This is an optimization exercise on Yosys and OpenROAD, whose aim is small area and a short achievable clock period, not a production implementation. For this run, only the layout was checked, not whether the RTL still works.

==> design/flow/design.v <==
module fs_lzc #(
    parameter W  = 32,
    parameter LW = 6
) (
    input  [W-1:0]  d,
    output [LW-1:0] n
);
    wire [63:0] v0 = {d, {(64 - W){1'b1}}};
    wire        z5 = ~(|v0[63:32]);
    wire [63:0] v1 = z5 ? {v0[31:0], 32'd0} : v0;
    wire        z4 = ~(|v1[63:48]);
    wire [63:0] v2 = z4 ? {v1[47:0], 16'd0} : v1;
    wire        z3 = ~(|v2[63:56]);
    wire [63:0] v3 = z3 ? {v2[55:0], 8'd0} : v2;
    wire        z2 = ~(|v3[63:60]);
    wire [63:0] v4 = z2 ? {v3[59:0], 4'd0} : v3;
    wire        z1 = ~(|v4[63:62]);
    wire [63:0] v5 = z1 ? {v4[61:0], 2'd0} : v4;
    wire        z0 = ~v5[63];
    wire [5:0]  cnt = {z5, z4, z3, z2, z1, z0};
    assign n = cnt[LW-1:0];
endmodule
module fs_fma (
    input  [31:0] x,
    input  [31:0] y,
    input  [31:0] z,
    output [31:0] r
);
    wire        sx = x[31];
    wire        sy = y[31];
    wire        sz = z[31];
    wire [7:0]  ex = x[30:23];
    wire [7:0]  ey = y[30:23];
    wire [7:0]  ez = z[30:23];
    wire x_nan  = (&ex) &  (|x[22:0]);
    wire y_nan  = (&ey) &  (|y[22:0]);
    wire z_nan  = (&ez) &  (|z[22:0]);
    wire x_inf  = (&ex) & ~(|x[22:0]);
    wire y_inf  = (&ey) & ~(|y[22:0]);
    wire z_inf  = (&ez) & ~(|z[22:0]);
    wire x_zero = ~(|x[30:0]);
    wire y_zero = ~(|y[30:0]);
    wire z_zero = ~(|z[30:0]);
    wire [23:0] mx = {|ex, x[22:0]};
    wire [23:0] my = {|ey, y[22:0]};
    wire [23:0] mz = {|ez, z[22:0]};
    wire signed [11:0] Ex = (|ex) ? {4'd0, ex} : 12'sd1;
    wire signed [11:0] Ey = (|ey) ? {4'd0, ey} : 12'sd1;
    wire signed [11:0] Ez = (|ez) ? {4'd0, ez} : 12'sd1;
    wire sp     = sx ^ sy;
    wire p_zero = x_zero | y_zero;
    wire p_inf  = x_inf | y_inf;
    wire is_nan = x_nan | y_nan | z_nan
                | (x_inf & y_zero) | (y_inf & x_zero)
                | (p_inf & z_inf & (sp != sz));
    wire is_inf = p_inf | z_inf;
    wire inf_s  = p_inf ? sp : sz;
    wire [47:0] P = mx * my;
    wire [5:0]  lzP;
    fs_lzc #(.W(48), .LW(6)) u_lzp (.d(P), .n(lzP));
    wire [47:0] Pn = P << lzP;
    wire signed [11:0] EPm = Ex + Ey - 12'sd253 - $signed({6'd0, lzP});
    wire [4:0]  lzZ;
    fs_lzc #(.W(24), .LW(5)) u_lzz (.d(mz), .n(lzZ));
    wire [47:0] Zn = {mz << lzZ, 24'd0};
    wire signed [11:0] EZm = Ez - 12'sd127 - $signed({7'd0, lzZ});
    wire p_gt  = (EPm > EZm) | ((EPm == EZm) & (Pn >= Zn));
    wire p_big = z_zero | (~p_zero & p_gt);
    wire [47:0]        Mb = p_big ? Pn  : Zn;
    wire [47:0]        Ms = p_big ? (z_zero ? 48'd0 : Zn) : (p_zero ? 48'd0 : Pn);
    wire signed [11:0] Eb = p_big ? EPm : EZm;
    wire signed [11:0] Es = p_big ? EZm : EPm;
    wire               sb = p_big ? sp  : sz;
    wire               eff_sub = sp ^ sz;
    wire signed [11:0] diff = Eb - Es;
    wire [5:0]   dsat  = (diff > 12'sd51) ? 6'd51 : diff[5:0];
    wire [101:0] al    = {Ms, 3'b000, 51'd0} >> dsat;
    wire [50:0]  al_hi = al[101:51];
    wire         al_st = |al[50:0];
    wire [50:0]  al_sm = {al_hi[50:1], al_hi[0] | al_st};
    wire [50:0]  al_bg   = {Mb, 3'b000};
    wire [51:0] S = eff_sub ? ({1'b0, al_bg} - {1'b0, al_sm})
                            : ({1'b0, al_bg} + {1'b0, al_sm});
    wire [5:0]  lzS;
    fs_lzc #(.W(52), .LW(6)) u_lzs (.d(S), .n(lzS));
    wire [51:0] N  = S << lzS;
    wire signed [11:0] Er = Eb + 12'sd1 - $signed({6'd0, lzS});
    wire               tiny   = Er < -12'sd126;
    wire signed [11:0] dsh    = -12'sd126 - Er;
    wire [5:0]         rsh    = ~tiny ? 6'd0 : ((dsh > 12'sd52) ? 6'd52 : dsh[5:0]);
    wire signed [11:0] biased = tiny ? 12'sd0 : (Er + 12'sd127);
    wire [103:0] dn    = {N, 52'd0} >> rsh;
    wire [51:0]  Nr    = dn[103:52];
    wire         st2   = |dn[51:0];
    wire [23:0]  m24   = Nr[51:28];
    wire         g     = Nr[27];
    wire         st    = (|Nr[26:0]) | st2;
    wire         inc   = g & (st | m24[0]);
    wire         ovf   = biased > 12'sd254;
    wire [30:0]  pk  = {biased[7:0], m24[22:0]};
    wire [30:0]  rounded = pk + {30'd0, inc};
    wire sum_zero  = (S == 52'd0);
    wire both_zero = p_zero & z_zero;
    assign r = is_nan    ? 32'h7FC0_0000 :
               is_inf    ? {inf_s, 31'h7F80_0000} :
               both_zero ? {sp & sz, 31'd0} :
               sum_zero  ? 32'd0 :
               ovf       ? {sb, 31'h7F80_0000} :
                           {sb, rounded};
endmodule
module fs_cvt (
    input  [2:0]  minor,
    input  [31:0] a,
    output [31:0] r
);
    wire        i_neg = (minor == 3'd0) & a[31];
    wire [31:0] i_mag = i_neg ? (~a + 32'd1) : a;
    wire [5:0]  i_lz;
    fs_lzc #(.W(32), .LW(6)) u_lz (.d(i_mag), .n(i_lz));
    wire [31:0] i_n   = i_mag << i_lz;
    wire [7:0]  i_exp = 8'd158 - {2'b00, i_lz};
    wire        i_g   = i_n[7];
    wire        i_st  = |i_n[6:0];
    wire        i_inc = i_g & (i_st | i_n[8]);
    wire [30:0] i_rnd = {i_exp, i_n[30:8]} + {30'd0, i_inc};
    wire [31:0] to_f  = (i_mag == 32'd0) ? 32'd0 : {i_neg, i_rnd};
    wire        f_s    = a[31];
    wire [7:0]  f_e    = a[30:23];
    wire        f_nan  = (&f_e) & (|a[22:0]);
    wire        f_inf  = (&f_e) & ~(|a[22:0]);
    wire [23:0] f_m    = {|f_e, a[22:0]};
    wire        trunc  = minor[0];           
    wire        to_sgn = (minor == 3'd2) | (minor == 3'd3);
    wire        left   = f_e >= 8'd150;
    wire [7:0]  lsh    = f_e - 8'd150;
    wire        big    = left & (lsh > 8'd9);           
    wire [33:0] l_val  = {10'd0, f_m} << lsh[3:0];
    wire [7:0]  rsh    = 8'd150 - f_e;
    wire [4:0]  rsh_c  = (rsh > 8'd25) ? 5'd25 : rsh[4:0];
    wire [48:0] r_full = {f_m, 25'd0} >> rsh_c;
    wire [23:0] r_int  = r_full[48:25];
    wire        r_g    = r_full[24];
    wire        r_st   = |r_full[23:0];
    wire        r_inc  = ~trunc & r_g & (r_st | r_int[0]);
    wire [33:0] r_val  = {10'd0, r_int} + {33'd0, r_inc};
    wire [33:0] mag    = left ? l_val : r_val;
    reg [31:0] to_i;
    always @* begin
        if (f_nan) begin
            to_i = 32'd0;
        end else if (to_sgn) begin
            if (f_s)
                to_i = (f_inf | big | (mag > 34'h0_8000_0000)) ? 32'h8000_0000
                                                               : (~mag[31:0] + 32'd1);
            else
                to_i = (f_inf | big | (mag > 34'h0_7FFF_FFFF)) ? 32'h7FFF_FFFF
                                                               : mag[31:0];
        end else begin
            if (f_s)
                to_i = 32'd0;
            else
                to_i = (f_inf | big | (mag > 34'h0_FFFF_FFFF)) ? 32'hFFFF_FFFF
                                                               : mag[31:0];
        end
    end
    assign r = (minor <= 3'd1) ? to_f : to_i;
endmodule
module fs_misc (
    input  [4:0]  op,
    input  [31:0] a,
    input  [31:0] b,
    output [31:0] r
);
    wire a_nan  = (&a[30:23]) & (|a[22:0]);
    wire b_nan  = (&b[30:23]) & (|b[22:0]);
    wire a_zero = ~(|a[30:0]);
    wire b_zero = ~(|b[30:0]);
    wire [31:0] ka = a[31] ? ~a : {1'b1, a[30:0]};
    wire [31:0] kb = b[31] ? ~b : {1'b1, b[30:0]};
    wire        a_lt_b = ka < kb;
    wire [31:0] fmin = (a_nan & b_nan) ? 32'h7FC0_0000 :
                       a_nan ? b : b_nan ? a :
                       ((ka <= kb) ? a : b);
    wire [31:0] fmax = (a_nan & b_nan) ? 32'h7FC0_0000 :
                       a_nan ? b : b_nan ? a :
                       ((ka >= kb) ? a : b);
    wire [7:0]  e = a[30:23];
    reg  [9:0]  cls;
    always @* begin
        cls = 10'd0;
        if (&e) begin
            if (|a[22:0]) cls[a[22] ? 9 : 8] = 1'b1;
            else          cls[a[31] ? 0 : 7] = 1'b1;
        end else if (e == 8'd0) begin
            if (|a[22:0]) cls[a[31] ? 2 : 5] = 1'b1;
            else          cls[a[31] ? 3 : 4] = 1'b1;
        end else begin
            cls[a[31] ? 1 : 6] = 1'b1;
        end
    end
    wire un = a_nan | b_nan;
    wire eq = ~un & ((a_zero & b_zero) | (a == b));
    wire lt = ~un & ~eq & a_lt_b;
    wire gt = ~un & ~eq & ~a_lt_b;
    reg  pd;
    always @* begin
        case (op[2:0])
            3'd0:    pd = eq;
            3'd1:    pd = lt;
            3'd2:    pd = lt | eq;
            3'd3:    pd = gt;
            3'd4:    pd = gt | eq;
            3'd5:    pd = un;
            default: pd = ~eq;
        endcase
    end
    reg [31:0] res;
    always @* begin
        if (op[4]) begin
            res = {31'd0, pd};
        end else begin
            case (op[3:0])
                4'd5:    res = fmin;
                4'd6:    res = fmax;
                4'd7:    res = {1'b0, a[30:0]};
                4'd8:    res = {~a[31], a[30:0]};
                default: res = {22'd0, cls};
            endcase
        end
    end
    assign r = res;
endmodule
module ksc_fslot (
    input             clk,
    input             rst,
    input             in_valid,
    input      [4:0]  op,
    input      [31:0] a,
    input      [31:0] b,
    input      [31:0] c,
    output reg        out_valid,
    output reg [31:0] res
);
    reg        v1;
    reg [4:0]  op1;
    reg [31:0] a1, b1, c1;
    always @(posedge clk) begin
        if (rst) v1 <= 1'b0;
        else     v1 <= in_valid;
        op1 <= op;
        a1  <= a;
        b1  <= b;
        c1  <= c;
    end
    localparam [31:0] ONE  = 32'h3F80_0000;
    localparam [31:0] NEG0 = 32'h8000_0000;
    reg [31:0] fx, fy, fz;
    always @* begin
        case (op1[3:0])
            4'd0:    begin fx = a1;                fy = ONE; fz = b1;                end
            4'd1:    begin fx = a1;                fy = ONE; fz = {~b1[31], b1[30:0]}; end
            4'd2:    begin fx = a1;                fy = b1;  fz = NEG0;              end
            4'd10:   begin fx = {~a1[31], a1[30:0]}; fy = b1;  fz = c1;                end
            default: begin fx = a1;                fy = b1;  fz = c1;                end
        endcase
    end
    wire [31:0] r_fma, r_cvt, r_misc;
    fs_fma  u_fma  (.x(fx), .y(fy), .z(fz), .r(r_fma));
    fs_cvt  u_cvt  (.minor(op1[2:0]), .a(a1), .r(r_cvt));
    fs_misc u_misc (.op(op1), .a(a1), .b(b1), .r(r_misc));
    wire use_fma = ~op1[4] & ((op1[3:0] <= 4'd2) | (op1[3:0] == 4'd9) | (op1[3:0] == 4'd10));
    wire use_cvt = op1[4] & op1[3];
    wire [31:0] r_sel = use_cvt ? r_cvt : use_fma ? r_fma : r_misc;
    always @(posedge clk) begin
        if (rst) out_valid <= 1'b0;
        else     out_valid <= v1;
        res <= r_sel;
    end
endmodule
==> design/flow/run.sh <==
#!/bin/bash
# synth_recipe.tcl (not shown) runs the flow's synth.tcl, then flattens the netlist and writes it again
# the make line also repeats each setting of config.mk as NAME=value (left out here)
make -C /OpenROAD-flow-scripts/flow DESIGN_CONFIG=/design/flow/config.mk WORK_HOME=/design/flow/orfs CLKGATE_MAP_FILE= SYNTH_SCRIPT=/design/flow/synth_recipe.tcl finish
==> design/flow/config.mk <==
export PLATFORM = sky130hd
export DESIGN_NAME = ksc_fslot
export DESIGN_NICKNAME = ksc_fslot
export VERILOG_FILES = /design/flow/design.v
export SDC_FILE = /design/flow/constraint.sdc
export NUM_CORES = 4
export LEC_CHECK = 0
export CAP_MARGIN = 20
export CORE_MARGIN = 2
export CORE_UTILIZATION = 40
export PLACE_DENSITY = 0.6
export SLEW_MARGIN = 20
==> design/flow/constraint.sdc <==
create_clock -name core_clock -period 36.0 [get_ports {clk}]
set_input_delay 7.2000 -clock core_clock [delete_from_list [all_inputs] [get_ports {clk}]]
set_output_delay 7.2000 -clock core_clock [all_outputs]
set_load 0.01 [all_outputs]
==> flow_summary.toml <==
[setup_path]
crit_family = "compound AO/OA/AOI/OAI gates"
r2r_slack_ps = 1450
rr_worst_depth = 158
cp.required_ps = 36420
path_class = "reg2reg"
crit_end = "res[24]"
worstSetupEndpointType = "flip-flop"
r2r-end = "res[24]"
crit_top_cell = "buf_4"
cp.depth = 158
startpoint_type = "flip-flop"
critPathMaxStageDelay_ps = 610
crit_path_top_delay_cell = "mux2i_1"
critical_path_arrival_ps = 34960
r2r-start = "op1[3]"
crit_buf_inv = 23
crit_start = "op1[3]"
cp_max_fo = 76

[synth]
synth_seq_cells = 135
synth_top_family_by_area = "compound AO/OA/AOI/OAI gates"
synth.distinct_cells = 126
synth_xor_xnor_area_share_pct = 4.81
synthCells = 8949
synth_compound_area_share_pct = 25.6
synthAdderAreaFrac_pct = 23.5
synth_area_per_cell_sq_um = 7.12
synth_area_sq_um = 63700
postSynth.asyncResetShare_pct = 0
synth-seq-area-share_pct = 4.24
synth-edff-count = 0
yosys.area_share.simple_pct = 25.0
syn-num-nets = 9954
ys_warn_count = 3
muxShareOfSynthArea_pct = 7.82
ys.flop_type = "dfxtp_1"

[floorplanning]
ios = 137
core_region_area_sq_um = 158000
die_h_um = 403
dieArea_sq_um = 162000
start_util_pct = 40.3
core.rowCount = 146
die_w_um = 403

[detailed_routing]
antenna_left = 0
drt_iter0_drc = 8609
via_per_inst = 6.59
vias = 72568
drc = 0
wl_per_cell_um = 28.8
dr.pass1.iters = 6
routed_wl_mm = 317

[clock_tree]
numCtsBuffers = 17
clockBufferDepth = 2
clock_latency_ps = 520
clkTransAtPathRegs_ps = 90
root_buffer = "clkbuf_16"
cts_sinks = 135
h-tree-depth = 4
cts_tree = "built"

[final_layout]
nNetsFinal = 9933
final_cell_mix = "inv_1 (778), nor2_1 (761), nand2_1 (703), a21oi_1 (630), and3_1 (502)"
n_antenna_cell = 0
final_common_cell = "inv_1"
syn_to_final_growth_pct = 10.8
fill_cells = 16440
fin_cells = 11013
drive_gt1_share_pct = 10.9
multi_input_area_sq_um = 56300
finish.utilization_pct = 44.6
regArea_sq_um = 2720

[timing]
clock_skew_ps = 32.8
max_freq_ghz = 0.0289
fin_crit_sh_pct = 96.0
fin_crit_ps = 34550
setup_viol = 0
finalHoldViolations = 0
max_slew_margin_pct = 20.1
worstMarginPinSlew_ps = 1200
setup_slack_ps = 1450
finalMaxSlewViolations = 0

[global_routing]
grt_pass1_wl_mm = 467
grt_max_degree = 133
grt_pass1_vias = 69648
antenna_found_initial = 10
grtUsageTotal_pct = 37.6
gr-total-overflow = 0

[place]
hpwl_mm = 253
numPortBuffers = 136
dp_slack_ps = 285
gp_congestion = 1.05
dp.cells = 10937

[outcome]
status = "no timing/DRC/antenna violations"

[run]
maxCapViolations = 0

[hold_path]
hp-class = "reg2reg"
-- worst min path at each step --
stage                     start   endpoint  slack, ps  cells after the start
after detailed placement     v1  out_valid        440                      1
final                        v1  out_valid        460                      1
after floorplan              v1  out_valid        410                      1
after global routing         v1  out_valid        470                      1
after global placement       v1  out_valid        440                      1
after CTS                    v1  out_valid        460                      1
-- registers in the layout (all words and copies together), names as in the netlist --
signal and flops:
a1 32, b1 32, c1 32, op1 5, out_valid 1, res 32, v1 1
-- cell usage after synthesis (91+ instances only) --
cell      count  area (sq um)
and3_1      502          3140
mux2i_1     330          3300
nand3_1     213          1070
a21o_1      106           796
dfxtp_1     135          2700
o22ai_1     107           669
a21oi_1     653          3270
o21ai_0     409          2050
xor2_1      114           998
inv_1       779          2920
nand4_1     103           644
nand2_1     709          2660
a22oi_1      91           683
fa_1        491          9830
clkbuf_1    558          2090
nor3_1      249          1250
a211oi_1    150          1130
nor4_1      113           707
mux2_2       91          1020
ha_1        410          5130
nor2_1      775          2910
xnor2_1     236          2070
-- cells by family after synthesis --
group                    count (synthesis)
buffers and inverters                 1487
XOR/XNOR                               350
adder cells (fa/ha/maj)                902
multiplexers                           455
AND/OR/NAND/NOR                       3163
flip-flops                             135
AO/OA/AOI/OAI                         2457
-- routing by layer --
layer	GRT usage [%]	routed length, um	vias to the layer above
met3	8.93	34000	882
met2	57.6	137000	4407
li1	-	-	32089
met1	49.7	128000	35182
met5	0	46	-
met4	17.6	18100	8
-- final cells by class --
type                            instances  share of cell area (%)
Multi-Input combinational cell       7329                    79.7
Tap cell                             2072                    3.67
Inverter                              794                    4.23
Sequential cell                       135                    3.85
Clock inverter                         14                   0.190
Timing Repair Buffer                  651                    7.74
Clock buffer                           18                   0.622
-- repair_timing --
item,CTS,global route
buffers inserted,0,38
endpoints found under the setup margin,0,31
resized for setup,0,193
hold buffers,0,0
-- stage by stage --
step | instance area [sq um] | hold WS, ps | TNS (ps)
floorplan | 63700 | 414 | 0
global placement | 68800 | 438 | 0
detailed placement | 68800 | 443 | 0
CTS | 69400 | 462 | 0
global route | 70600 | 466 | -2010
finish | 70600 | 456 | 0

## static timing again, ports no longer ideal
No port has a modelled driver above. Below, the same layout with a new extraction and two added sets of constraints.
Step 1 sets driving cells, clkbuf_16 on the clock port and buf_2 on the other inputs (assumed; they add their load-dependent delay and slew).
Step 2 adds t to the input delays and takes it off the output delays; t is the mean of the earliest and latest rising clock arrival at the registers after step 1. Input paths then give back, and output paths get back, about the clock's delay inside the block.
Slacks: no drivers / after step 1 / after step 2; pairs: no drivers / after step 1.
t, ns: 0.556
setup WS [ns]: 1.455 / 1.455 / 1.455
hold WS [ns]: 0.456 / 0.456 / 0.456
worst setup path after step 2: register to register
After both steps this run still meets setup and hold. For this run, drivers alone change the setup slack by 0.000 ns; drivers and shift together by 0.000 ns.
